What follows belongs to an exercise in optimizing a design on an open flow for small area; a production flow would make more cautious choices. The RTL was checked by simulation tests, not by an equivalence proof against the original design. Power and IR drop assume default switching activity.

==> trial 35 <==
==> flow/design.v <==
module elk_rd (
    input  wire [9:0] code,
    input  wire       rd,
    output wire       rd6,
    output wire       rd_out
);
    reg [1:0] c6;    
    reg [1:0] c4;
    always @(*) begin
        case (code[9:4])
            6'b000111: c6 = 2'b10;
            6'b111000: c6 = 2'b01;
            6'b000000, 6'b000001, 6'b000010, 6'b000100, 6'b001000, 6'b010000, 6'b100000,
            6'b000011, 6'b000101, 6'b000110, 6'b001001, 6'b001010, 6'b001100,
            6'b010001, 6'b010010, 6'b010100, 6'b011000, 6'b100001, 6'b100010,
            6'b100100, 6'b101000, 6'b110000: c6 = 2'b01;
            6'b001011, 6'b001101, 6'b001110, 6'b010011, 6'b010101, 6'b010110,
            6'b011001, 6'b011010, 6'b011100, 6'b100011, 6'b100101, 6'b100110,
            6'b101001, 6'b101010, 6'b101100, 6'b110001, 6'b110010, 6'b110100: c6 = 2'b00;
            default: c6 = 2'b10;
        endcase
        case (code[3:0])
            4'b0011: c4 = 2'b10;
            4'b1100: c4 = 2'b01;
            4'b0000, 4'b0001, 4'b0010, 4'b0100, 4'b1000: c4 = 2'b01;
            4'b0101, 4'b0110, 4'b1001, 4'b1010: c4 = 2'b00;
            default: c4 = 2'b10;
        endcase
    end
    assign rd6    = c6[1] | (rd & ~c6[0]);
    assign rd_out = c4[1] | (rd6 & ~c4[0]);
endmodule
module elk_enc (
    input  wire [7:0] d,
    input  wire       rd,
    output wire [9:0] code,
    output wire       rd_out
);
    reg [5:0] s6;
    reg       u6;      
    reg       f6;      
    reg [3:0] s4;
    reg       u4, f4;
    wire      rd6 = rd ^ f6;
    wire      a7  = rd6 ? (d[4:0] == 5'd11 || d[4:0] == 5'd13 || d[4:0] == 5'd14)
                        : (d[4:0] == 5'd17 || d[4:0] == 5'd18 || d[4:0] == 5'd20);
    always @(*) begin
        case (d[4:0])
            5'd0:  s6 = 6'b100111;
            5'd1:  s6 = 6'b011101;
            5'd2:  s6 = 6'b101101;
            5'd3:  s6 = 6'b110001;
            5'd4:  s6 = 6'b110101;
            5'd5:  s6 = 6'b101001;
            5'd6:  s6 = 6'b011001;
            5'd7:  s6 = 6'b111000;
            5'd8:  s6 = 6'b111001;
            5'd9:  s6 = 6'b100101;
            5'd10: s6 = 6'b010101;
            5'd11: s6 = 6'b110100;
            5'd12: s6 = 6'b001101;
            5'd13: s6 = 6'b101100;
            5'd14: s6 = 6'b011100;
            5'd15: s6 = 6'b010111;
            5'd16: s6 = 6'b011011;
            5'd17: s6 = 6'b100011;
            5'd18: s6 = 6'b010011;
            5'd19: s6 = 6'b110010;
            5'd20: s6 = 6'b001011;
            5'd21: s6 = 6'b101010;
            5'd22: s6 = 6'b011010;
            5'd23: s6 = 6'b111010;
            5'd24: s6 = 6'b110011;
            5'd25: s6 = 6'b100110;
            5'd26: s6 = 6'b010110;
            5'd27: s6 = 6'b110110;
            5'd28: s6 = 6'b001110;
            5'd29: s6 = 6'b101110;
            5'd30: s6 = 6'b011110;
            default: s6 = 6'b101011;
        endcase
        case (d[4:0])
            5'd0, 5'd1, 5'd2, 5'd4, 5'd8, 5'd15, 5'd16, 5'd23, 5'd24,
            5'd27, 5'd29, 5'd30, 5'd31: f6 = 1'b1;
            default: f6 = 1'b0;
        endcase
        u6 = f6 | (d[4:0] == 5'd7);
        case (d[7:5])
            3'd0: s4 = 4'b1011;
            3'd1: s4 = 4'b1001;
            3'd2: s4 = 4'b0101;
            3'd3: s4 = 4'b1100;
            3'd4: s4 = 4'b1101;
            3'd5: s4 = 4'b1010;
            3'd6: s4 = 4'b0110;
            default: s4 = a7 ? 4'b0111 : 4'b1110;
        endcase
        f4 = (d[7:5] == 3'd0) | (d[7:5] == 3'd4) | (d[7:5] == 3'd7);
        u4 = f4 | (d[7:5] == 3'd3);
    end
    assign code   = {s6 ^ {6{rd & u6}}, s4 ^ {4{rd6 & u4}}};
    assign rd_out = rd6 ^ f4;
endmodule
module elk_dec (
    input  wire [9:0] code,
    input  wire       rd,
    output reg  [7:0] d,
    output wire       is_data,
    output wire       is_s,       
    output wire       is_t,       
    output wire       is_e,       
    output wire       is_ctl,     
    output wire       rd_out
);
    wire [5:0] c6 = code[9:4];
    wire [3:0] c4 = code[3:0];
    wire       e  = code[5];
    wire       i  = code[4];
    wire       rd6;
    elk_rd u_rd (.code(code), .rd(rd), .rd6(rd6), .rd_out(rd_out));
    reg v6;
    always @(*) begin
        case (c6)
            6'b110001, 6'b101001, 6'b011001, 6'b100101, 6'b010101, 6'b110100,
            6'b001101, 6'b101100, 6'b011100, 6'b100011, 6'b010011, 6'b110010,
            6'b001011, 6'b101010, 6'b011010, 6'b100110, 6'b010110, 6'b001110: v6 = 1'b1;
            6'b111000: v6 = ~rd;
            6'b000111: v6 = rd;
            6'b100111, 6'b011101, 6'b101101, 6'b110101, 6'b111001, 6'b010111,
            6'b011011, 6'b111010, 6'b110011, 6'b110110, 6'b101110, 6'b011110,
            6'b101011: v6 = ~rd;
            6'b011000, 6'b100010, 6'b010010, 6'b001010, 6'b000110, 6'b101000,
            6'b100100, 6'b000101, 6'b001100, 6'b001001, 6'b010001, 6'b100001,
            6'b010100: v6 = rd;
            default: v6 = 1'b0;
        endcase
    end
    reg v4;
    always @(*) begin
        case (c4)
            4'b1001, 4'b0101, 4'b1010, 4'b0110: v4 = 1'b1;
            4'b1100: v4 = ~rd6;
            4'b0011: v4 = rd6;
            4'b1011, 4'b1101: v4 = ~rd6;
            4'b1110: v4 = ~rd6 & ~(e & i);
            4'b0111: v4 = ~rd6 &  (e & i);
            4'b0100, 4'b0010: v4 = rd6;
            4'b0001: v4 = rd6 &  (e | i);
            4'b1000: v4 = rd6 & ~(e | i);
            default: v4 = 1'b0;
        endcase
    end
    assign is_data = v6 & v4;
    assign is_s = code == (rd ? 10'b0010010111 : 10'b1101101000);
    assign is_t = code == (rd ? 10'b0100010111 : 10'b1011101000);
    assign is_e = code == (rd ? 10'b1100000110 : 10'b0011111001);
    wire   is_i = code == (rd ? 10'b1100000101 : 10'b0011111010);
    assign is_ctl = is_s | is_t | is_e | is_i;
    always @(*) begin
        case (c6)
            6'b100111, 6'b011000: d[4:0] = 5'd0;
            6'b011101, 6'b100010: d[4:0] = 5'd1;
            6'b101101, 6'b010010: d[4:0] = 5'd2;
            6'b110001:            d[4:0] = 5'd3;
            6'b110101, 6'b001010: d[4:0] = 5'd4;
            6'b101001:            d[4:0] = 5'd5;
            6'b011001:            d[4:0] = 5'd6;
            6'b111000, 6'b000111: d[4:0] = 5'd7;
            6'b111001, 6'b000110: d[4:0] = 5'd8;
            6'b100101:            d[4:0] = 5'd9;
            6'b010101:            d[4:0] = 5'd10;
            6'b110100:            d[4:0] = 5'd11;
            6'b001101:            d[4:0] = 5'd12;
            6'b101100:            d[4:0] = 5'd13;
            6'b011100:            d[4:0] = 5'd14;
            6'b010111, 6'b101000: d[4:0] = 5'd15;
            6'b011011, 6'b100100: d[4:0] = 5'd16;
            6'b100011:            d[4:0] = 5'd17;
            6'b010011:            d[4:0] = 5'd18;
            6'b110010:            d[4:0] = 5'd19;
            6'b001011:            d[4:0] = 5'd20;
            6'b101010:            d[4:0] = 5'd21;
            6'b011010:            d[4:0] = 5'd22;
            6'b111010, 6'b000101: d[4:0] = 5'd23;
            6'b110011, 6'b001100: d[4:0] = 5'd24;
            6'b100110:            d[4:0] = 5'd25;
            6'b010110:            d[4:0] = 5'd26;
            6'b110110, 6'b001001: d[4:0] = 5'd27;
            6'b001110:            d[4:0] = 5'd28;
            6'b101110, 6'b010001: d[4:0] = 5'd29;
            6'b011110, 6'b100001: d[4:0] = 5'd30;
            6'b101011, 6'b010100: d[4:0] = 5'd31;
            default:              d[4:0] = {c6[1], c6[2], c6[3], c6[4], c6[5]};
        endcase
        case (c4)
            4'b1011, 4'b0100: d[7:5] = 3'd0;
            4'b1001:          d[7:5] = 3'd1;
            4'b0101:          d[7:5] = 3'd2;
            4'b1100, 4'b0011: d[7:5] = 3'd3;
            4'b1101, 4'b0010: d[7:5] = 3'd4;
            4'b1010:          d[7:5] = 3'd5;
            4'b0110:          d[7:5] = 3'd6;
            4'b1110, 4'b0001, 4'b0111, 4'b1000: d[7:5] = 3'd7;
            default:          d[7:5] = 3'd7;
        endcase
    end
endmodule
module elk_crc32 (
    input  wire [31:8] crc,
    input  wire [7:0]  t,
    output reg  [31:0] crc_next
);
    integer i;
    reg [31:0] f;
    always @(*) begin
        f = {24'd0, t};
        for (i = 0; i < 8; i = i + 1)
            f = {1'b0, f[31:1]} ^ (f[0] ? 32'hEDB88320 : 32'd0);
        crc_next = {8'd0, crc[31:8]} ^ f;
    end
endmodule
module elkob_pcs (
    input  wire       clk,
    input  wire       rst,
    input  wire       tx_valid,
    input  wire [7:0] tx_data,
    input  wire       tx_last,
    output wire       tx_ready,
    output reg  [9:0] tx_code,
    input  wire [9:0] rx_code,
    output reg        rx_valid,
    output reg  [7:0] rx_data,
    output reg        rx_end,
    output reg        rx_crc_ok,
    output reg        rx_code_err,
    output reg        rx_echo
);
    localparam [3:0] T_BOUND = 4'd0,    
                     T_IDLED = 4'd1,    
                     T_DATA  = 4'd2,    
                     T_END   = 4'd4,    
                     T_IDLEK = 4'd5,    
                     T_CRC0  = 4'd8,    
                     T_CRC3  = 4'd11;
    reg  [3:0]  t_state;
    reg  [31:0] t_crc;       
    reg         t_rd;
    wire        t_data = (t_state == T_DATA);
    wire        t_crcs = t_state[3];
    assign tx_ready = t_data;
    wire [7:0]  t_byte = t_data ? tx_data : ~t_crc[7:0];
    wire [9:0]  t_dcode;
    wire        t_drd;
    elk_enc u_tx_enc (.d(t_byte), .rd(t_rd), .code(t_dcode), .rd_out(t_drd));
    reg  [3:0]  t_next;
    reg  [9:0]  t_code;
    reg         t_rd_next;
    always @(*) begin
        t_code    = t_dcode;
        t_rd_next = t_drd;
        t_next    = T_IDLED;
        case (t_state)
            T_BOUND: begin
                if (tx_valid) begin
                    t_code    = t_rd ? 10'b0010010111 : 10'b1101101000;    
                    t_rd_next = t_rd;
                    t_next    = T_DATA;
                end else begin
                    t_code    = t_rd ? 10'b1100000101 : 10'b0011111010;    
                    t_rd_next = ~t_rd;
                end
            end
            T_IDLED: begin
                t_code    = t_rd ? 10'b1001000101 : 10'b0110110101;        
                t_rd_next = ~t_rd;
                t_next    = T_BOUND;
            end
            T_DATA:  t_next = tx_last ? T_CRC0 : T_DATA;
            T_END: begin
                t_code    = t_rd ? 10'b0100010111 : 10'b1011101000;        
                t_rd_next = t_rd;
                t_next    = T_IDLEK;
            end
            T_IDLEK: begin
                t_code    = t_rd ? 10'b1100000101 : 10'b0011111010;        
                t_rd_next = ~t_rd;
            end
            default: t_next = (t_state == T_CRC3) ? T_END : t_state + 4'd1;
        endcase
    end
    wire [31:0] t_crc_next;
    elk_crc32 u_tx_crc (.crc(t_crc[31:8]), .t(t_data ? t_crc[7:0] ^ tx_data : 8'd0),
                        .crc_next(t_crc_next));
    always @(posedge clk) begin
        t_crc <= (t_state == T_BOUND) ? 32'hFFFF_FFFF : t_crc_next;
        if (rst) begin
            t_state <= T_BOUND;
            t_rd    <= 1'b0;
            tx_code <= 10'd0;
        end else begin
            t_state <= t_next;
            t_rd    <= t_rd_next;
            tx_code <= t_code;
        end
    end
    reg         r_rd;
    reg         r_in_frame;
    reg  [31:0] r_crc;
    wire [7:0]  r_d;
    wire        r_is_data, r_is_s, r_is_t, r_is_e, r_is_ctl, r_rd_next;
    elk_dec u_rx_dec (.code(rx_code), .rd(r_rd), .d(r_d), .is_data(r_is_data),
                      .is_s(r_is_s), .is_t(r_is_t), .is_e(r_is_e), .is_ctl(r_is_ctl),
                      .rd_out(r_rd_next));
    wire [31:0] r_crc_next;
    elk_crc32 u_rx_crc (.crc(r_crc[31:8]), .t(r_crc[7:0] ^ r_d), .crc_next(r_crc_next));
    always @(posedge clk) begin
        r_crc   <= r_is_s ? 32'hFFFF_FFFF : r_crc_next;
        rx_data <= r_d;
        if (rst) begin
            r_rd        <= 1'b0;
            r_in_frame  <= 1'b0;
            rx_valid    <= 1'b0;
            rx_end      <= 1'b0;
            rx_crc_ok   <= 1'b0;
            rx_code_err <= 1'b0;
            rx_echo     <= 1'b0;
        end else begin
            r_rd        <= r_rd_next;
            r_in_frame  <= r_is_s | (r_in_frame & r_is_data);
            rx_valid    <= r_in_frame & r_is_data;
            rx_end      <= r_in_frame & ~r_is_data;
            rx_crc_ok   <= r_is_t & (r_crc == 32'hDEBB20E3);
            rx_code_err <= ~(r_is_data | r_is_ctl);
            rx_echo     <= r_is_e;
        end
    end
endmodule
==> flow/run.sh <==
#!/bin/bash
# synth_recipe.tcl (not shown) runs the flow's synth.tcl, then flattens the netlist and writes it again
# the make line also repeats each setting of config.mk as NAME=value (left out here)
make -C /OpenROAD-flow-scripts/flow DESIGN_CONFIG=/design/flow/config.mk WORK_HOME=/design/flow/orfs CLKGATE_MAP_FILE= SYNTH_SCRIPT=/design/flow/synth_recipe.tcl finish
==> flow/config.mk <==
export PLATFORM = sky130hd
export DESIGN_NAME = elkob_pcs
export DESIGN_NICKNAME = elkob_pcs
export VERILOG_FILES = /design/flow/design.v
export SDC_FILE = /design/flow/constraint.sdc
export NUM_CORES = 4
export LEC_CHECK = 0
export CAP_MARGIN = 20
export CORE_MARGIN = 2
export CORE_UTILIZATION = 40
export SLEW_MARGIN = 20
==> flow/constraint.sdc <==
create_clock -name core_clock -period 11.0 [get_ports {clk}]
set_input_delay 2.2000 -clock core_clock [delete_from_list [all_inputs] [get_ports {clk}]]
set_output_delay 2.2000 -clock core_clock [all_outputs]
set_load 0.01 [all_outputs]
==> inputs of build 26, as changes to trial 35 <==
==> flow/design.v, changed modules only <==
module elk_crc32q (
    input  wire [31:0] z,
    input  wire [7:0]  qd,
    output wire [31:0] z_next
);
    wire [7:0] w = z[7:0] ^ qd;
    assign z_next[0] = z[8] ^ w[1] ^ w[5] ^ w[7];
    assign z_next[1] = z[9] ^ w[2] ^ w[6];
    assign z_next[2] = z[10] ^ w[1] ^ w[2] ^ w[6];
    assign z_next[3] = z[11] ^ w[0] ^ w[2];
    assign z_next[4] = z[12] ^ w[0];
    assign z_next[5] = z[13] ^ w[5] ^ w[6];
    assign z_next[6] = z[14] ^ w[2] ^ w[3] ^ w[4] ^ w[6];
    assign z_next[7] = z[15] ^ w[4] ^ w[5] ^ w[7];
    assign z_next[8] = z[16] ^ w[0];
    assign z_next[9] = z[17] ^ w[1];
    assign z_next[10] = z[18];
    assign z_next[11] = z[19] ^ w[4];
    assign z_next[12] = z[20] ^ w[0] ^ w[3];
    assign z_next[13] = z[21] ^ w[1] ^ w[5];
    assign z_next[14] = z[22] ^ w[3] ^ w[6];
    assign z_next[15] = z[23];
    assign z_next[16] = z[24] ^ w[0] ^ w[5] ^ w[6];
    assign z_next[17] = z[25] ^ w[1] ^ w[4] ^ w[6] ^ w[7];
    assign z_next[18] = z[26] ^ w[5] ^ w[7];
    assign z_next[19] = z[27] ^ w[0] ^ w[5];
    assign z_next[20] = z[28] ^ w[1] ^ w[3];
    assign z_next[21] = z[29] ^ w[1] ^ w[3] ^ w[6];
    assign z_next[22] = z[30] ^ w[0] ^ w[7];
    assign z_next[23] = z[31] ^ w[2];
    assign z_next[24] = w[0] ^ w[1] ^ w[6];
    assign z_next[25] = w[4] ^ w[5];
    assign z_next[26] = w[3];
    assign z_next[27] = w[0] ^ w[2] ^ w[4] ^ w[5];
    assign z_next[28] = w[7];
    assign z_next[29] = w[0];
    assign z_next[30] = w[5] ^ w[6];
    assign z_next[31] = w[4];
endmodule
module elk_crc32q_in (
    input  wire [7:0] d,
    output wire [7:0] qd
);
    assign qd[0] = d[2] ^ d[3];
    assign qd[1] = d[3];
    assign qd[2] = d[0] ^ d[1] ^ d[2] ^ d[6];
    assign qd[3] = d[1] ^ d[2] ^ d[6] ^ d[7];
    assign qd[4] = d[1] ^ d[2] ^ d[3] ^ d[6];
    assign qd[5] = d[2] ^ d[4] ^ d[5] ^ d[6] ^ d[7];
    assign qd[6] = d[0] ^ d[5] ^ d[6];
    assign qd[7] = d[0] ^ d[3] ^ d[6] ^ d[7];
endmodule
module elkob_pcs (
    input  wire       clk,
    input  wire       rst,
    input  wire       tx_valid,
    input  wire [7:0] tx_data,
    input  wire       tx_last,
    output wire       tx_ready,
    output reg  [9:0] tx_code,
    input  wire [9:0] rx_code,
    output reg        rx_valid,
    output reg  [7:0] rx_data,
    output reg        rx_end,
    output reg        rx_crc_ok,
    output reg        rx_code_err,
    output reg        rx_echo
);
    localparam [3:0] T_BOUND = 4'd0,    
                     T_IDLED = 4'd1,    
                     T_DATA  = 4'd2,    
                     T_END   = 4'd4,    
                     T_IDLEK = 4'd5,    
                     T_CRC0  = 4'd8,    
                     T_CRC3  = 4'd11;
    reg  [3:0]  t_state;
    reg  [31:0] t_crc;       
    reg         t_rd;
    wire        t_data = (t_state == T_DATA);
    wire        t_crcs = t_state[3];
    assign tx_ready = t_data;
    wire [7:0]  t_byte = t_data ? tx_data : ~t_crc[7:0];
    wire [9:0]  t_dcode;
    wire        t_drd;
    elk_enc u_tx_enc (.d(t_byte), .rd(t_rd), .code(t_dcode), .rd_out(t_drd));
    reg  [3:0]  t_next;
    reg  [9:0]  t_code;
    reg         t_rd_next;
    always @(*) begin
        t_code    = t_dcode;
        t_rd_next = t_drd;
        t_next    = T_IDLED;
        case (t_state)
            T_BOUND: begin
                if (tx_valid) begin
                    t_code    = t_rd ? 10'b0010010111 : 10'b1101101000;    
                    t_rd_next = t_rd;
                    t_next    = T_DATA;
                end else begin
                    t_code    = t_rd ? 10'b1100000101 : 10'b0011111010;    
                    t_rd_next = ~t_rd;
                end
            end
            T_IDLED: begin
                t_code    = t_rd ? 10'b1001000101 : 10'b0110110101;        
                t_rd_next = ~t_rd;
                t_next    = T_BOUND;
            end
            T_DATA:  t_next = tx_last ? T_CRC0 : T_DATA;
            T_END: begin
                t_code    = t_rd ? 10'b0100010111 : 10'b1011101000;        
                t_rd_next = t_rd;
                t_next    = T_IDLEK;
            end
            T_IDLEK: begin
                t_code    = t_rd ? 10'b1100000101 : 10'b0011111010;        
                t_rd_next = ~t_rd;
            end
            default: t_next = (t_state == T_CRC3) ? T_END : t_state + 4'd1;
        endcase
    end
    wire [31:0] t_crc_next;
    elk_crc32 u_tx_crc (.crc(t_crc[31:8]), .t(t_data ? t_crc[7:0] ^ tx_data : 8'd0),
                        .crc_next(t_crc_next));
    always @(posedge clk) begin
        t_crc <= (t_state == T_BOUND) ? 32'hFFFF_FFFF : t_crc_next;
        if (rst) begin
            t_state <= T_BOUND;
            t_rd    <= 1'b0;
            tx_code <= 10'd0;
        end else begin
            t_state <= t_next;
            t_rd    <= t_rd_next;
            tx_code <= t_code;
        end
    end
    reg         r_rd;
    reg         r_in_frame;
    reg  [31:0] r_crc;
    wire [7:0]  r_d;
    wire        r_is_data, r_is_s, r_is_t, r_is_e, r_is_ctl, r_rd_next;
    elk_dec u_rx_dec (.code(rx_code), .rd(r_rd), .d(r_d), .is_data(r_is_data),
                      .is_s(r_is_s), .is_t(r_is_t), .is_e(r_is_e), .is_ctl(r_is_ctl),
                      .rd_out(r_rd_next));
    wire [7:0]  r_qd;
    wire [31:0] r_crc_next;
    elk_crc32q_in u_rx_q (.d(r_d), .qd(r_qd));
    elk_crc32q u_rx_crc (.z(r_crc), .qd(r_qd), .z_next(r_crc_next));
    always @(posedge clk) begin
        r_crc   <= r_is_s ? 32'h6262_6262 : r_crc_next;    
        rx_data <= r_d;
        if (rst) begin
            r_rd        <= 1'b0;
            r_in_frame  <= 1'b0;
            rx_valid    <= 1'b0;
            rx_end      <= 1'b0;
            rx_crc_ok   <= 1'b0;
            rx_code_err <= 1'b0;
            rx_echo     <= 1'b0;
        end else begin
            r_rd        <= r_rd_next;
            r_in_frame  <= r_is_s | (r_in_frame & r_is_data);
            rx_valid    <= r_in_frame & r_is_data;
            rx_end      <= r_in_frame & ~r_is_data;
            rx_crc_ok   <= r_is_t & (r_crc == 32'hC6A3_60EC);    
            rx_code_err <= ~(r_is_data | r_is_ctl);
            rx_echo     <= r_is_e;
        end
    end
endmodule
==> flow/flow/run.sh (new file) <==
#!/bin/bash
# Own flow: the standard synthesis, then the combinational logic between
# the registers is optimised again for area with ABC (&deepsyn) and mapped to
# the same library; registers (names, cells) are kept as they are. Then the
# standard layout steps run on the new netlist.
set -euo pipefail
W=$PWD
F=$W/flow
R=$W/orfs/results/$FLOW_PLATFORM/elkob_pcs/base
LIB=$FLOW_HOME/platforms/$FLOW_PLATFORM/lib/sky130_fd_sc_hd__tt_025C_1v80.lib

bash standard.sh synth > $W/synth_standard.log 2>&1

python3 $F/mkmodels.py $LIB > $W/cellmodels.v 2> $W/mkmodels.log
cp $R/1_2_yosys.v $W/1_2_yosys_standard.v
DONT_USE=$(grep -o -- "-dont_use [A-Za-z0-9_]*" $W/orfs/logs/$FLOW_PLATFORM/elkob_pcs/base/1_2_yosys.log | sort -u | tr '\n' ' ')
printf 'strash\n&get -n\n&deepsyn -T %s\n&dch -f\n&nf -a -R 1000\n&put\ntopo\nstime -p\n' "${DEEPSYN_T:-60}" > $W/reopt.abc
cat > $W/reopt.ys <<EOT
read_verilog $W/cellmodels.v
read_verilog $W/1_2_yosys_standard.v
hierarchy -top $FLOW_TOP
tee -q -o $W/reopt_before.txt stat -liberty $LIB
flatten
techmap
opt -fast -purge
abc -script $W/reopt.abc -liberty $LIB $DONT_USE
opt_clean -purge
setundef -zero
splitnets
opt_clean -purge
hilomap -singleton -hicell sky130_fd_sc_hd__conb_1 HI -locell sky130_fd_sc_hd__conb_1 LO
insbuf -buf sky130_fd_sc_hd__buf_4 A X
opt_clean -purge
tee -o $W/reopt_after.txt stat -liberty $LIB
write_verilog -nohex -nodec -noattr $W/1_2_yosys_reopt.v
EOT
yosys -q -l $W/reopt_yosys.log -s $W/reopt.ys
yosys -q -l $W/reopt_check.log -p "read_verilog -lib $W/cellmodels.v; read_verilog $W/1_2_yosys_reopt.v; hierarchy -top $FLOW_TOP; check -assert"

cp $W/1_2_yosys_reopt.v $R/1_2_yosys.v
rm -f $R/1_synth.odb $R/1_synth.sdc
# every port still gets its own buffer, the smallest one
BUFFER_PORTS_ARGS="-buffer_cell sky130_fd_sc_hd__buf_1" bash standard.sh finish > $W/finish_standard.log 2>&1
==> flow/flow/mkmodels.py (new file) <==
import re,sys
s=open(sys.argv[1]).read()
out=[]
# crude liberty parse: find cells, their pins with direction and function
for m in re.finditer(r'\n\s*cell\s*\(\s*"?(\w+)"?\s*\)\s*\{',s):
    name=m.group(1); start=m.end()
    # find matching brace
    depth=1;i=start
    while depth:
        c=s[i]
        if c=='{':depth+=1
        elif c=='}':depth-=1
        i+=1
    body=s[start:i]
    seq = 'ff (' in body or 'latch (' in body or 'statetable' in body
    pins=[]
    for p in re.finditer(r'\n\s*pin\s*\(\s*"?(\w+)"?\s*\)\s*\{',body):
        pst=p.end(); d=1;j=pst
        while d:
            c=body[j]
            if c=='{':d+=1
            elif c=='}':d-=1
            j+=1
        pb=body[pst:j]
        dirm=re.search(r'direction\s*:\s*"?(\w+)"?',pb)
        fm=re.search(r'function\s*:\s*"([^"]*)"',pb)
        pins.append((p.group(1),dirm.group(1) if dirm else None,fm.group(1) if fm else None))
    if seq:
        seen=set(); ports=[]
        for p in pins:
            if p[1] in ('input','output') and p[0] not in seen:
                seen.add(p[0]); ports.append(f"{p[1]} {p[0]}")
        out.append(f"(* blackbox *) module {name}({', '.join(ports)}); endmodule")
        continue
    outs=[p for p in pins if p[1]=='output' and p[2]]
    ins=[p for p in pins if p[1]=='input']
    if not outs: continue
    ports=[f"input {p[0]}" for p in ins]+[f"output {p[0]}" for p in outs]
    lines=[f"module {name}({', '.join(ports)});"]
    for o in outs:
        f=o[2].replace('!','~').replace('*','&').replace('+','|')
        f=re.sub(r"(\w+)'", r"~\1", f)
        lines.append(f"  assign {o[0]} = {f};")
    lines.append("endmodule")
    out.append("\n".join(lines))
print("\n".join(out))
==> flow/standard.sh (new file) <==
#!/bin/bash
# synth_recipe.tcl (not shown) runs the flow's synth.tcl, then flattens the netlist and writes it again
# the make line also repeats each setting of config.mk as NAME=value (left out here)
make -C /OpenROAD-flow-scripts/flow DESIGN_CONFIG=/design/flow/config.mk WORK_HOME=/design/flow/orfs CLKGATE_MAP_FILE= SYNTH_SCRIPT=/design/flow/synth_recipe.tcl "${@:-finish}"
Settings changed: CORE_UTILIZATION 40 to 80.
removed: flow/run.sh
==> comparison table <==
quantity                                                           trial 35      build 26
Multi-Input Combinational                                               620           491
Min-Delay Path Depth                                                      2             1
Total area of multi-input combinational cells                  0.004398 mm2  0.002950 mm2
Most common library cell in the layout ignoring fill and taps       nand2_1       dfxtp_1
Outcome                                    no timing/DRC/antenna violations  no timing/DRC/antenna violations
DIE HEIGHT                                                         132.7 um      81.87 um
Met2 track demand over resource                                      0.2706        0.7130
WL met2                                                             6691 um       6721 um
Overall power after layout                                       0.002691 W    0.002080 W
Leakage power summed over all cells                                2.983 nW      1.974 nW
Cell depth of the worst flop-to-flop path                                14            17
Clock Power Share                                                     0.123         0.110
Reg2Reg Setup Slack                                                 7.00 ns       6.08 ns
Clock buffers and inverters, area share                             0.04160       0.03586
Flip-flop and latch share of the layout cell area                    0.2513        0.3548
Combinational logic power                                         0.00176 W     0.00122 W
Core area                                                       0.01641 mm2  0.005886 mm2
Via count                                                              5333          4960
Fraction of layout instances using a drive strength above 1         0.06265       0.02458
Setup slack at placement                                           5.254 ns      5.243 ns
Smallest setup slack after layout                                  5.580 ns      5.510 ns
First-pass GRT wire length                                         24780 um      21280 um
Non-clock inverter count in the final layout                             32             5

-- what the ideal ports hide --
The results above use ideal ports. As a check the final layouts listed here were re-extracted and re-timed, cells and wires unchanged. Step 1: set_driving_cell puts a clkbuf_16 on clk and a buf_2 on each other input, an assumption about the parent block. Step 2 times the ports against the registers' clock, not the clock port: input delays grow and output delays shrink by t, the midpoint of the rising clock arrivals with the driver on. a / b / c = ideal / step 1 / step 2; a / b = the first two.
run	shift t [ns]	setup WS [ns]	latest minus earliest clock arrival (ns)
trial 35	0.392	5.580 / 5.601 / 5.210	0.011 / 0.011
build 26	0.410	5.510 / 5.521 / 5.110	0.017 / 0.017
After both steps every run listed still meets setup and hold. For build 26, which loses most, drivers alone change the setup slack by +0.011 ns; drivers and shift together by -0.400 ns.
